What follows belongs to an exercise in optimizing a design on an open flow for small area, a short achievable clock period and few clock cycles per item; a production flow would make more cautious choices. Where RTL was checked, it was by simulation tests only, not by an equivalence proof against the original.

sierra:
// sht_codegen
module sht_codegen (
  input  wire         clk,
  input  wire         rst,           
  input  wire [127:0] key,           
  input  wire         req_valid,
  output wire         req_ready,
  input  wire         req_fixed,     
  input  wire [31:0]  req_frame,     
  input  wire [31:0]  req_salt,      
  input  wire [5:0]   req_addr,      
  input  wire [23:0]  req_train,     
  input  wire [5:0]   req_pulses,    
  input  wire [4:0]   req_window,    
  output wire         off_valid,
  input  wire         off_ready,
  output wire [9:0]   off_data,      
  output wire         off_last,      
  output reg  [15:0]  keychk,
  output reg          keychk_valid
);
export LEC_CHECK = 0
export CAP_MARGIN = 20
export CELL_PAD_IN_SITES_DETAIL_PLACEMENT = 1
export CELL_PAD_IN_SITES_GLOBAL_PLACEMENT = 1
export CORE_MARGIN = 2
export CORE_UTILIZATION = 55
export PLACE_DENSITY = 0.7
export SETUP_SLACK_MARGIN = 5
export SLEW_MARGIN = 20
create_clock -name core_clock -period 12.0 [get_ports {clk}]
standard.sh (not shown) runs the stock make flow with config.mk's settings and CLKGATE_MAP_FILE= SYNTH_SCRIPT=/design/flow/synth_recipe.tcl, a recipe that flattens the netlist after the stock synthesis.
==> flow/flow/run.sh <==
#!/bin/bash
# Own layout flow: the standard flow (standard.sh), except that the
# synthesis maps the combinational logic with an area-oriented ABC script
# (flow/abc.script) that keeps the XOR gates of the AES datapath as XOR
# cells. Registers are mapped before ABC runs, so they are the standard
# synthesis's. Each step's output goes to a log file in this folder.
set -euo pipefail
W=$(pwd)
export FLOW_ABC_SCRIPT="$W/flow/abc.script"
export FLOW_REF_SYNTH="$W/synth_recipe.tcl"
bash standard.sh SYNTH_SCRIPT="$W/flow/synth_abc.tcl" synth > "$W/synth.log" 2>&1
bash standard.sh SETUP_SLACK_MARGIN=7 finish > "$W/layout.log" 2>&1
==> flow/flow/abc.script <==
strash
&get -n
&dch -f
&nf
&put
==> flow/flow/synth_abc.tcl <==
# The standard flow's synthesis script (synth_recipe.tcl), with ABC's mapping script
# replaced by flow/abc.script. Everything else, flip-flop mapping included,
# is unchanged.
proc abc {args} {
  set i [lsearch -exact $args -script]
  if { $i >= 0 } {
    lset args [expr { $i + 1 }] $::env(FLOW_ABC_SCRIPT)
  }
  yosys abc {*}$args
}
source $::env(FLOW_REF_SYNTH)
sierra: PASS, flow complete, no timing, DRC or antenna violations
For amber, these inputs were changed with respect to sierra:
- ABC_AREA now 1, previously not set
- CORE_UTILIZATION now 30, was 55
- CELL_PAD_IN_SITES_GLOBAL_PLACEMENT now 2, was 1
- PLACE_DENSITY now 0.5, was 0.7
- CELL_PAD_IN_SITES_DETAIL_PLACEMENT now 2, was 1
[summary]
- In amber, the area fraction of clock buffers and clock inverters came out 0.57 points above the value in sierra.
- sierra and amber ended up with roughly the same clock slew seen by the registers of the worst setup and hold paths.
- In the reports for sierra and amber, the smaller die outline width belongs to sierra.
What cedar does differently from amber at the input level:
diff --git a/flow/flow/run.sh b/flow/flow/run.sh
--- a/flow/flow/run.sh
+++ b/flow/flow/run.sh
@@ -11,2 +11,2 @@
 bash standard.sh SYNTH_SCRIPT="$W/flow/synth_abc.tcl" synth > "$W/synth.log" 2>&1
-bash standard.sh SETUP_SLACK_MARGIN=7 finish > "$W/layout.log" 2>&1
+bash standard.sh SETUP_SLACK_MARGIN=7.5 finish > "$W/layout.log" 2>&1
## What came out
Changes observed in cedar relative to amber: fmax increased by 0.012 GHz relative to the old numbers.
Between amber and cedar, share of layout cells above drive strength 1 increased.
cedar ends up with higher global-route wire length before repair than amber does.
cedar vs amber: share of cell area taken by flip-flops and latches down
No functional check of the RTL was part of any run of this note.

========
sht_codegen, a different RTL version from the one above (not shown whole).
Size: ~71000 um2 of cells after synthesis.
==> flow/config.mk <==
export PLATFORM = sky130hd
export DESIGN_NAME = sht_codegen
export DESIGN_NICKNAME = sht_codegen
export VERILOG_FILES = /design/flow/design.v
export SDC_FILE = /design/flow/constraint.sdc
export NUM_CORES = 4
export LEC_CHECK = 0
export CAP_MARGIN = 20
export CELL_PAD_IN_SITES_DETAIL_PLACEMENT = 2
export CELL_PAD_IN_SITES_GLOBAL_PLACEMENT = 2
export CORE_MARGIN = 2
export CORE_UTILIZATION = 30
export CTS_CLUSTER_SIZE = 24
export PLACE_DENSITY = 0.5
export SETUP_SLACK_MARGIN = 5
export SLEW_MARGIN = 20
==> flow/constraint.sdc <==
create_clock -name core_clock -period 12.0 [get_ports {clk}]
set_input_delay 2.4000 -clock core_clock [delete_from_list [all_inputs] [get_ports {clk}]]
set_output_delay 2.4000 -clock core_clock [all_outputs]
set_load 0.01 [all_outputs]
==> flow/flow/run.sh <==
#!/bin/bash
# Own layout flow: the standard flow (standard.sh), except that the
# synthesis maps the combinational logic with an area-oriented ABC script
# (flow/abc.script) that keeps the XOR gates of the AES datapath as XOR
# cells. Registers are mapped before ABC runs, so they are the standard
# synthesis's. Each step's output goes to a log file in this folder.
set -euo pipefail
W=$(pwd)
export FLOW_ABC_SCRIPT="$W/flow/abc.script"
export FLOW_REF_SYNTH="$W/synth_recipe.tcl"
bash standard.sh SYNTH_SCRIPT="$W/flow/synth_abc.tcl" synth > "$W/synth.log" 2>&1
bash standard.sh SETUP_SLACK_MARGIN=8 finish > "$W/layout.log" 2>&1
Scripts as last shown in full above: flow/flow/abc.script, flow/flow/synth_abc.tcl
Testbench counts at the start, summed over its fixed seeds: cycles 37,634, items 25,639.
Then changed:
==> flow/flow/run.sh (replaced) <==
#!/bin/bash
set -euo pipefail
W=$(pwd)
export FLOW_ABC_SCRIPT="$W/flow/abc.script"
export FLOW_REF_SYNTH="$W/synth_recipe.tcl"
bash standard.sh SYNTH_SCRIPT="$W/flow/synth_abc.tcl" synth > "$W/synth.log" 2>&1
bash standard.sh SETUP_SLACK_MARGIN=8.25 finish > "$W/layout.log" 2>&1
- CTS_CLUSTER_DIAMETER: default -> 200
- CTS_CLUSTER_SIZE: 24 -> 20
- TNS_END_PERCENT: default -> 30
What happened: Worst setup slack gets better by 0.17 ns. Routed wire length climbs by 0.41%. Clock skew hardly moves. Via count goes up by about 0.55%. Worst hold slack gets better by 0.0032 ns. Register-to-register slack improves by 0.19 ns. Sequential share of layout area is lower by 0.51 points. Count of clock-buffer cells in the layout decreases by 79. First-iteration DRC count shrinks by 7.5%. Cell area is higher by about 1.4%.

## afterwards: timing with drivers on the ports
How much do the figures lean on ideal ports? The routed layouts below were timed once more, with nothing changed but the port constraints.
Step 1 assumes that a clkbuf_16 drives the clock port and a buf_2 every other input.
Step 2 also shifts input and output timing later by t, the mid clock arrival at the registers, as if the neighbouring blocks saw the same clock.
a / b / c = ideal ports / drivers / drivers and shift; a / b = the first two.
run	shift t [ns]	setup slack, ns	worst data-port slew with drivers (ns)	pins driven straight from the clock port
sierra	0.830	7.044 / 7.044 / 6.429	0.08	1
amber	0.899	7.097 / 7.097 / 6.564	0.07	1
cedar	0.905	7.370 / 7.370 / 6.980	0.08	1
the first run of note 2	0.885	7.974 / 7.979 / 7.156	0.07	1
the second run of note 2	0.817	8.143 / 8.100 / 7.384	0.09	1
After both steps setup and hold are still met in every run listed. For the first run of note 2, which loses most, drivers alone change the setup slack by +0.005 ns; drivers and shift together by -0.818 ns.
